What follows belongs to an exercise in optimizing a design on an open flow for small area, a short achievable clock period and few clock cycles per item; a production flow would make more cautious choices. At most, simulation tests tie the RTL to the original design; equivalence was not proved.

## kh64_hash
module kh64_hash (
    input  wire         clk,
    input  wire         rst,
    input  wire         in_valid,
    output wire         in_ready,
    input  wire [127:0] in_key,
    output wire         out_valid,
    output wire [63:0]  out_kh
);
    localparam integer LANES = 2;
    reg  [5:0]  t;
    reg         load0;      
    reg         last0;      
    reg         first0;     
    reg         first_s0;   
    reg         first_m0;   
    wire [31:0] k_rom;
    reg  [31:0] k0;         
    sha256_k u_k (.t(t), .k(k_rom));
    always @(posedge clk) begin
        k0       <= k_rom;
        first_m0 <= last0;      
        if (rst) begin
            t        <= 6'd48;
            load0    <= 1'b0;
            last0    <= 1'b0;
            first0   <= 1'b0;
            first_s0 <= 1'b0;
        end else begin
            t        <= t + 6'd1;
            load0    <= (t == 6'd61);
            last0    <= load0;
            first0   <= last0;
            first_s0 <= (t == 6'd63);
        end
    end
  ...
Size: about 6800 cells after synthesis, roughly 1600 flip-flops, about 0.072 mm² of cells after synthesis.
clock: 9.0 ns
lec_check: 0
cap_margin: 20
core_margin: 2
core_utilization: 55
setup_slack_margin: 4.5
slew_margin: 20
tns_end_percent: 20
standard.sh (not shown) runs the stock make flow with config.mk's settings and CLKGATE_MAP_FILE= SYNTH_SCRIPT=/design/flow/synth_recipe.tcl, a recipe that flattens the netlist after the stock synthesis.
==> flow/flow/run.sh <==
#!/bin/bash
# The standard layout (the standard.sh, standard synthesis unchanged),
# with two changes:
#  * the buffers that placement puts on every input and output port are the
#    small sky130_fd_sc_hd__buf_1 instead of ORFS's default pick;
#  * clock tree synthesis inserts no dummy loads (its other arguments are
#    ORFS defaults, with sink clusters of up to 24 flip-flops within 100 um).
# ORFS writes each step's full log under orfs/logs/; make's own output goes
# to standard.log here.
set -euo pipefail
export BUFFER_PORTS_ARGS="-buffer_cell sky130_fd_sc_hd__buf_1"
export CTS_ARGS="-sink_clustering_enable -repair_clock_nets -dont_use_dummy_load -sink_clustering_size 24 -sink_clustering_max_diameter 100"
bash standard.sh > standard.log 2>&1
Change:
CORE_UTILIZATION = 45   (was 55)
The changed run produced a clean layout. Setup slack stays flat. Flip-flop and latch count does not change. Via count decreases by 1.0%. Count of clock-buffer cells in the layout goes up by 2. Wire length is about the same. Final cell count is higher by 4.0%.
Function was not checked in any run of this note: the RTL went through the layout flow alone.


lane 1:
kh64_hash, a different RTL version from the one above (not shown whole).
For scale: ~3600 cells after synthesis, roughly 200 I/O pins, about 0.037 sq mm of cells after synthesis.
clock: 9.0 ns
lec_check: 0
cap_margin: 20
core_margin: 2
core_utilization: 40
setup_slack_margin: 4.5
slew_margin: 20
run.sh (not shown) runs the stock make flow with config.mk's settings and CLKGATE_MAP_FILE= SYNTH_SCRIPT=/design/flow/synth_recipe.tcl, a recipe that flattens the netlist after the stock synthesis.
Stock flow here: none of the scripts above is used.
Testbench counts of lane 1, summed over its fixed seeds: cycles 131,208, items 2,048.
What lane 2 does differently from lane 1 at the input level:
==> flow/flow/run.sh (new file) <==
#!/bin/bash
# The standard layout (the standard.sh, standard synthesis unchanged),
# with three changes:
#  * the buffers that placement puts on every input and output port are the
#    small sky130_fd_sc_hd__buf_1 instead of ORFS's default pick;
#  * clock tree synthesis inserts no dummy loads, and clusters up to 24
#    flip-flops within 100 um per sink buffer (other arguments as ORFS's);
#  * after global routing's timing repair, ORFS's power recovery downsizes
#    gates on paths that have slack to spare (RECOVER_POWER).
# ORFS writes each step's full log under orfs/logs/; make's own output goes
# to standard.log here.
set -euo pipefail
export BUFFER_PORTS_ARGS="-buffer_cell sky130_fd_sc_hd__buf_1"
export CTS_ARGS="-sink_clustering_enable -repair_clock_nets -dont_use_dummy_load -sink_clustering_size 24 -sink_clustering_max_diameter 100"
export RECOVER_POWER=100
bash standard.sh > standard.log 2>&1
==> flow/standard.sh (new file) <==
#!/bin/bash
# synth_recipe.tcl (not shown) runs the flow's synth.tcl, then flattens the netlist and writes it again
# the make line also repeats each setting of config.mk as NAME=value (left out here)
make -C /OpenROAD-flow-scripts/flow DESIGN_CONFIG=/design/flow/config.mk WORK_HOME=/design/flow/orfs CLKGATE_MAP_FILE= SYNTH_SCRIPT=/design/flow/synth_recipe.tcl "${@:-finish}"
removed: flow/run.sh
[summary]
- Complete run, failing final checks: lane 2, reason max-capacitance violations, max-slew violations.
- For the utilization, lane 2 came in 3.9 points lower than lane 1 did.
- Compared with lane 1, lane 2 shows a clock-buffer cell count that is 64 lower.
- Lane 2 against lane 1: via count -1.8%, routed wire length decreased 2000 um, net count after synthesis neither gained nor lost much.
- met2 capacity usage during global routing ended up 0.30 points lower on lane 2 than on lane 1.
Input-level comparison between lane 3 and lane 2:
# lane 2
export LEC_CHECK = 0
export CAP_MARGIN = 20
export CORE_MARGIN = 2
export CORE_UTILIZATION = 40
export SETUP_SLACK_MARGIN = 4.5
export SLEW_MARGIN = 20
create_clock -name core_clock -period 9.0 [get_ports {clk}]
# lane 3
export LEC_CHECK = 0
export CAP_MARGIN = 20
export CORE_MARGIN = 2
export CORE_UTILIZATION = 40
export SETUP_SLACK_MARGIN = 5
export SLEW_MARGIN = 20
create_clock -name core_clock -period 9.0 [get_ports {clk}]
==> flow/run.sh (new file) <==
#!/bin/bash
# synth_recipe.tcl (not shown) runs the flow's synth.tcl, then flattens the netlist and writes it again
# the make line also repeats each setting of config.mk as NAME=value (left out here)
make -C /OpenROAD-flow-scripts/flow DESIGN_CONFIG=/design/flow/config.mk WORK_HOME=/design/flow/orfs CLKGATE_MAP_FILE= SYNTH_SCRIPT=/design/flow/synth_recipe.tcl finish
removed: flow/flow/run.sh
removed: flow/standard.sh
==> comparison <==
Lane 3: all stages complete, timing, DRC and antenna checks passed
Lane 3 vs lane 2, source of the critical timing path: e[28]$_SDFF_PP1_ vs last$_SDFF_PP0_
Compared with lane 2, in lane 3 total wirelength of the detailed-routed design saw an increase.
The critical path's slowest cell comes out clkbuf_1 in one run and fa_1 in the other, namely in lane 2 and lane 3 respectively.
Here is what was changed in the inputs of lane 4 compared with lane 3.
# lane 3
export LEC_CHECK = 0
export CAP_MARGIN = 20
export CORE_MARGIN = 2
export CORE_UTILIZATION = 40
export SETUP_SLACK_MARGIN = 5
export SLEW_MARGIN = 20
create_clock -name core_clock -period 9.0 [get_ports {clk}]
# lane 4
export LEC_CHECK = 0
export CAP_MARGIN = 20
export CORE_MARGIN = 2
export CORE_UTILIZATION = 45
export SETUP_SLACK_MARGIN = 4.5
export SLEW_MARGIN = 20
export TNS_END_PERCENT = 20
create_clock -name core_clock -period 9.0 [get_ports {clk}]
==> flow/flow/run.sh (new file) <==
#!/bin/bash
# The standard layout (the standard.sh, standard synthesis unchanged),
# with two changes:
#  * the buffers that placement puts on every input and output port are the
#    small sky130_fd_sc_hd__buf_1 instead of ORFS's default pick;
#  * clock tree synthesis inserts no dummy loads (its other arguments are
#    ORFS defaults, with sink clusters of up to 24 flip-flops within 100 um).
# ORFS writes each step's full log under orfs/logs/; make's own output goes
# to standard.log here.
set -euo pipefail
export BUFFER_PORTS_ARGS="-buffer_cell sky130_fd_sc_hd__buf_1"
export CTS_ARGS="-sink_clustering_enable -repair_clock_nets -dont_use_dummy_load -sink_clustering_size 24 -sink_clustering_max_diameter 100"
bash standard.sh > standard.log 2>&1
==> flow/standard.sh (new file) <==
#!/bin/bash
# synth_recipe.tcl (not shown) runs the flow's synth.tcl, then flattens the netlist and writes it again
# the make line also repeats each setting of config.mk as NAME=value (left out here)
make -C /OpenROAD-flow-scripts/flow DESIGN_CONFIG=/design/flow/config.mk WORK_HOME=/design/flow/orfs CLKGATE_MAP_FILE= SYNTH_SCRIPT=/design/flow/synth_recipe.tcl "${@:-finish}"
removed: flow/run.sh
==> comparison <==
Lane 4: non-clock buffer count is 60 lower than what lane 3 reported.
Lane 4 vs lane 3: wire length down
Lane 3 → lane 4: placeable core region fell 0.011 sq mm; wire length on met1 fell 660 um.
Re design area: lane 4 is 0.0048 sq mm down on lane 3.
Going from lane 3 to lane 4, global-route wire length before repair lower, shortest clock period the worst path allows after layout has increased.


== v6 ==
Another version of the RTL of kh64_hash (not shown whole).
Size in the first run: ~3600 cells after synthesis, ~200 I/O pins, ~37000 sq um of cells after synthesis.
Settings: LEC_CHECK=0, CAP_MARGIN=20, CORE_MARGIN=2, CORE_UTILIZATION=40, SLEW_MARGIN=20; clock period 9.0 ns.
Stock flow here: none of the scripts above is used.
Testbench counts of v6, summed over its fixed seeds: cycles 131,208, items 2,048.
Setup changes, v6 to v7
Settings: SETUP_SLACK_MARGIN now 4.0, previously not set.
Results
Of the two candidates, v6 has the worse minimum hold slack and v7 the better one. Final area grows slightly when moving from v6 to v7. Summary of v7 over v6: wire length reported by the detailed router held. Number of diodes added for antenna fixing: v7 and v6 compared, higher one is v6. ~same clock transition at the register clock pins on the worst setup and hold paths after CTS in v7 and v6. Area added between synthesis and finish ends up higher on v7. The via count of the first global-routing pass of v7 and that of v6 are within noise of each other.


== oak ==
kh64_hash with an RTL version that a note above also has.
Size in the first run: roughly 0.037 mm^2 of cells after synthesis.
Settings: LEC_CHECK=0, CAP_MARGIN=20, CORE_MARGIN=2, CORE_UTILIZATION=30, SETUP_SLACK_MARGIN=4.25, SLEW_MARGIN=20, TNS_END_PERCENT=20; clock period 9.0 ns.
standard.sh (not shown) runs the stock make flow with config.mk's settings and CLKGATE_MAP_FILE= SYNTH_SCRIPT=/design/flow/synth_recipe.tcl, a recipe that flattens the netlist after the stock synthesis.
==> flow/flow/run.sh <==
#!/bin/bash
# The standard layout (the standard.sh, standard synthesis unchanged),
# with two changes:
#  * the buffers that placement puts on every input and output port are the
#    small sky130_fd_sc_hd__buf_1 instead of ORFS's default pick;
#  * clock tree synthesis inserts no dummy loads (its other arguments are
#    ORFS defaults, with sink clusters of up to 24 flip-flops within 100 um).
# ORFS writes each step's full log under orfs/logs/; make's own output goes
# to standard.log here.
set -euo pipefail
export BUFFER_PORTS_ARGS="-buffer_cell sky130_fd_sc_hd__buf_1"
export CTS_ARGS="-sink_clustering_enable -repair_clock_nets -dont_use_dummy_load -sink_clustering_size 24 -sink_clustering_max_diameter 100"
bash standard.sh > standard.log 2>&1
Testbench counts of oak, summed over its fixed seeds: cycles 131,208, items 2,048.
## Diff of input files: pine against oak
--- a/flow/config.mk
+++ b/flow/config.mk
@@ -10,2 +10,2 @@
-export CORE_UTILIZATION = 30
-export SETUP_SLACK_MARGIN = 4.25
+export CORE_UTILIZATION = 40
+export SETUP_SLACK_MARGIN = 4.5
==> comparison <==
- Compared oak against pine; register-to-register slack within noise.
- pine against oak: final cell area excluding filler cells has decreased; clock-cell share of area has remained practically unchanged.
- pine against oak: final worst slack up 7.0 ps; minimum setup slack after placement fell 310 ps; die area fell 25%.


v24:
kh64_hash, a different RTL version from the one above (not shown whole).
Size in the first run: ~3900 cells after synthesis.
Settings: LEC_CHECK=0, CAP_MARGIN=20, CORE_MARGIN=2, CORE_UTILIZATION=40, SLEW_MARGIN=20; clock period 9.0 ns.
run.sh (not shown) runs the stock make flow with config.mk's settings and CLKGATE_MAP_FILE= SYNTH_SCRIPT=/design/flow/synth_recipe.tcl, a recipe that flattens the netlist after the stock synthesis.
Stock flow here: none of the scripts above is used.
Testbench counts of v24, summed over its fixed seeds: cycles 131,208, items 2,048.
Inputs modified between v24 and v11:
- putting SETUP_SLACK_MARGIN at 5 where nothing was set
[summary]
- Taking v24 as the reference, in v11 multi-input combinational cell area now sits higher; final critical-path share of the clock period moved down; data arrival time of the worst path now sits lower; worst hold slack higher.
- As of v11, post-placement cell area had risen slightly compared to v24.
- Per the final summary, v11 finished and its layout is clean on timing, DRC and antenna.


RTL: one of the versions met above, not the one the previous note started from.
Size in the first run: roughly 37000 um^2 of cells after synthesis.
export LEC_CHECK = 0
export CAP_MARGIN = 20
export CORE_MARGIN = 2
export CORE_UTILIZATION = 30
export SETUP_SLACK_MARGIN = 4.5
export SLEW_MARGIN = 20
create_clock -name core_clock -period 9.0 [get_ports {clk}]
standard.sh (not shown) runs the stock make flow with config.mk's settings and CLKGATE_MAP_FILE= SYNTH_SCRIPT=/design/flow/synth_recipe.tcl, a recipe that flattens the netlist after the stock synthesis.
Scripts as last shown in full above: flow/flow/run.sh
The first run produced a clean layout.
Testbench counts at the start, summed over its fixed seeds: cycles 131,208, items 2,048.
Then changed:
- CORE_UTILIZATION: 30 -> 40
What happened: Die area shrinks by about 25%; clock-buffer cell count goes down by 2; sequential share of layout area increases by 0.53 points.


kh64_hash again, from the RTL that the note above started with.
export LEC_CHECK = 0
export CAP_MARGIN = 20
export CORE_MARGIN = 2
export CORE_UTILIZATION = 40
export SETUP_SLACK_MARGIN = 4.5
export SLEW_MARGIN = 20
create_clock -name core_clock -period 9.0 [get_ports {clk}]
==> flow/flow/run.sh <==
#!/bin/bash
# The standard layout (the standard.sh, standard synthesis unchanged),
# with two changes:
#  * the buffers that placement puts on every input and output port are the
#    small sky130_fd_sc_hd__buf_1 instead of ORFS's default pick;
#  * clock tree synthesis inserts no dummy loads (its other arguments are
#    ORFS's defaults).
# ORFS writes each step's full log under orfs/logs/; make's own output goes
# to standard.log here.
set -euo pipefail
export BUFFER_PORTS_ARGS="-buffer_cell sky130_fd_sc_hd__buf_1"
export CTS_ARGS="-sink_clustering_enable -repair_clock_nets -dont_use_dummy_load"
bash standard.sh > standard.log 2>&1
Testbench counts at the start, summed over its fixed seeds: cycles 131,208, items 2,048.
Change:
==> flow/run.sh (new file) <==
#!/bin/bash
# synth_recipe.tcl (not shown) runs the flow's synth.tcl, then flattens the netlist and writes it again
# the make line also repeats each setting of config.mk as NAME=value (left out here)
make -C /OpenROAD-flow-scripts/flow DESIGN_CONFIG=/design/flow/config.mk WORK_HOME=/design/flow/orfs CLKGATE_MAP_FILE= SYNTH_SCRIPT=/design/flow/synth_recipe.tcl finish
CTS_BUF_LIST = sky130_fd_sc_hd__clkbuf_8   (was unset)
CTS_CLUSTER_SIZE = 30   (was unset)
removed: flow/flow/run.sh
removed: flow/standard.sh
=>
- The new run produced a clean layout
- global-route usage increases by 0.46 points
- clock skew came out lower by 48 ps
- count of clock-buffer cells in the layout climbs by 91
- synthesized area is unchanged
- sequential share of layout area is lower by 1.9 points
- worst setup slack degrades by 50 ps
- cell count increases by 3.2%


Starting RTL as in the previous note.
Design kh64_hash, start of the top module:
module kh64_hash (
    input  wire         clk,
    input  wire         rst,
    input  wire         in_valid,
    output wire         in_ready,
    input  wire [127:0] in_key,
    output reg          out_valid,
    output wire [63:0]  out_kh
);
==> flow/config.mk <==
export PLATFORM = sky130hd
export DESIGN_NAME = kh64_hash
export DESIGN_NICKNAME = kh64_hash
export VERILOG_FILES = /design/flow/design.v
export SDC_FILE = /design/flow/constraint.sdc
export NUM_CORES = 4
export LEC_CHECK = 0
export CAP_MARGIN = 20
export CORE_MARGIN = 2
export CORE_UTILIZATION = 60
export PLACE_DENSITY = 0.75
export SETUP_SLACK_MARGIN = 5
export SLEW_MARGIN = 20
==> flow/constraint.sdc <==
create_clock -name core_clock -period 9.0 [get_ports {clk}]
set_input_delay 1.8000 -clock core_clock [delete_from_list [all_inputs] [get_ports {clk}]]
set_output_delay 1.8000 -clock core_clock [all_outputs]
set_load 0.01 [all_outputs]
run.sh (not shown) runs the stock make flow with config.mk's settings and CLKGATE_MAP_FILE= SYNTH_SCRIPT=/design/flow/synth_recipe.tcl, a recipe that flattens the netlist after the stock synthesis.
Stock flow here: none of the scripts above is used.
Testbench counts at the start, summed over its fixed seeds: cycles 131,208, items 2,048.
==> next run, changes <==
==> flow/flow/run.sh (new file) <==
#!/bin/bash
# The standard layout (the standard.sh, standard synthesis unchanged),
# with two changes:
#  * the buffers that placement puts on every input and output port are the
#    small sky130_fd_sc_hd__buf_1 instead of ORFS's default pick;
#  * clock tree synthesis inserts no dummy loads (its other arguments are
#    ORFS defaults, with sink clusters of up to 24 flip-flops within 100 um).
# ORFS writes each step's full log under orfs/logs/; make's own output goes
# to standard.log here.
set -euo pipefail
export BUFFER_PORTS_ARGS="-buffer_cell sky130_fd_sc_hd__buf_1"
export CTS_ARGS="-sink_clustering_enable -repair_clock_nets -dont_use_dummy_load -sink_clustering_size 24 -sink_clustering_max_diameter 100"
bash standard.sh > standard.log 2>&1
==> flow/standard.sh (new file) <==
#!/bin/bash
# synth_recipe.tcl (not shown) runs the flow's synth.tcl, then flattens the netlist and writes it again
# the make line also repeats each setting of config.mk as NAME=value (left out here)
make -C /OpenROAD-flow-scripts/flow DESIGN_CONFIG=/design/flow/config.mk WORK_HOME=/design/flow/orfs CLKGATE_MAP_FILE= SYNTH_SCRIPT=/design/flow/synth_recipe.tcl "${@:-finish}"
--- a/flow/config.mk
+++ b/flow/config.mk
@@ -10,2 +10 @@
-export CORE_UTILIZATION = 60
-export PLACE_DENSITY = 0.75
+export CORE_UTILIZATION = 30
removed: flow/run.sh
After rerunning:
- The changed run completed with no timing, DRC or antenna violations
- area after synthesis is unchanged
- via count is lower by 7.4%
- final cell count is higher by 16%
- maximum frequency is higher by 2.6%
- non-clock buffer count is lower by 9
- setup slack improves by 0.12 ns
- routed wire length is lower by 11%
- die area is higher by 98%

[port drivers added, routing unchanged]
In the flow no input, the clock included, has a driving cell. The finished layouts below were timed again as built, in two steps.
Step 1, drivers: a clkbuf_16 drives clk and a buf_2 each remaining input, both assumed.
Step 2 also shifts input and output timing later by t, the mid clock arrival at the registers, as if the neighbouring blocks saw the same clock.
Slacks: no drivers / after step 1 / after step 2; pairs: no drivers / after step 1.
run	t (ns)	setup WS [ns]	worst setup path after step 2	slew at the worst register clock pin (ns)	cell pins on the clock port's net
the first run of note 1	0.748	4.282 / 4.282 / 4.282	register to register	0.11 / 0.11	1
the second run of note 1	0.773	4.281 / 4.281 / 4.281	register to register	0.10 / 0.10	1
lane 1	0.716	4.321 / 4.321 / 4.321	register to register	0.07 / 0.07	1
lane 2	0.650	2.804 / 2.804 / 2.804	register to register	0.11 / 0.11	1
lane 3	0.718	4.417 / 4.417 / 4.417	register to register	0.07 / 0.07	1
lane 4	0.643	4.361 / 4.361 / 4.361	register to register	0.10 / 0.10	1
v6	0.714	3.754 / 3.754 / 3.754	register to register	0.07 / 0.07	1
v7	0.713	4.157 / 4.157 / 4.157	register to register	0.06 / 0.06	1
oak	0.692	4.325 / 4.325 / 4.325	register to register	0.10 / 0.10	1
pine	0.652	4.332 / 4.332 / 4.332	register to register	0.10 / 0.10	1
v24	0.706	2.025 / 2.025 / 2.025	register to register	0.07 / 0.07	1
v11	0.738	4.292 / 4.292 / 4.292	register to register	0.08 / 0.08	1
the first run of note 6	0.677	4.393 / 4.393 / 4.393	register to register	0.11 / 0.11	1
the second run of note 6	0.653	4.343 / 4.343 / 4.343	register to register	0.11 / 0.11	1
the first run of note 7	0.697	4.349 / 4.349 / 4.349	register to register	0.06 / 0.06	1
the second run of note 7	0.859	4.300 / 4.300 / 4.300	register to register	0.07 / 0.07	1
the first run of note 8	0.684	4.270 / 4.270 / 4.270	register to register	0.07 / 0.07	1
the second run of note 8	0.665	4.390 / 4.390 / 4.390	register to register	0.10 / 0.10	1
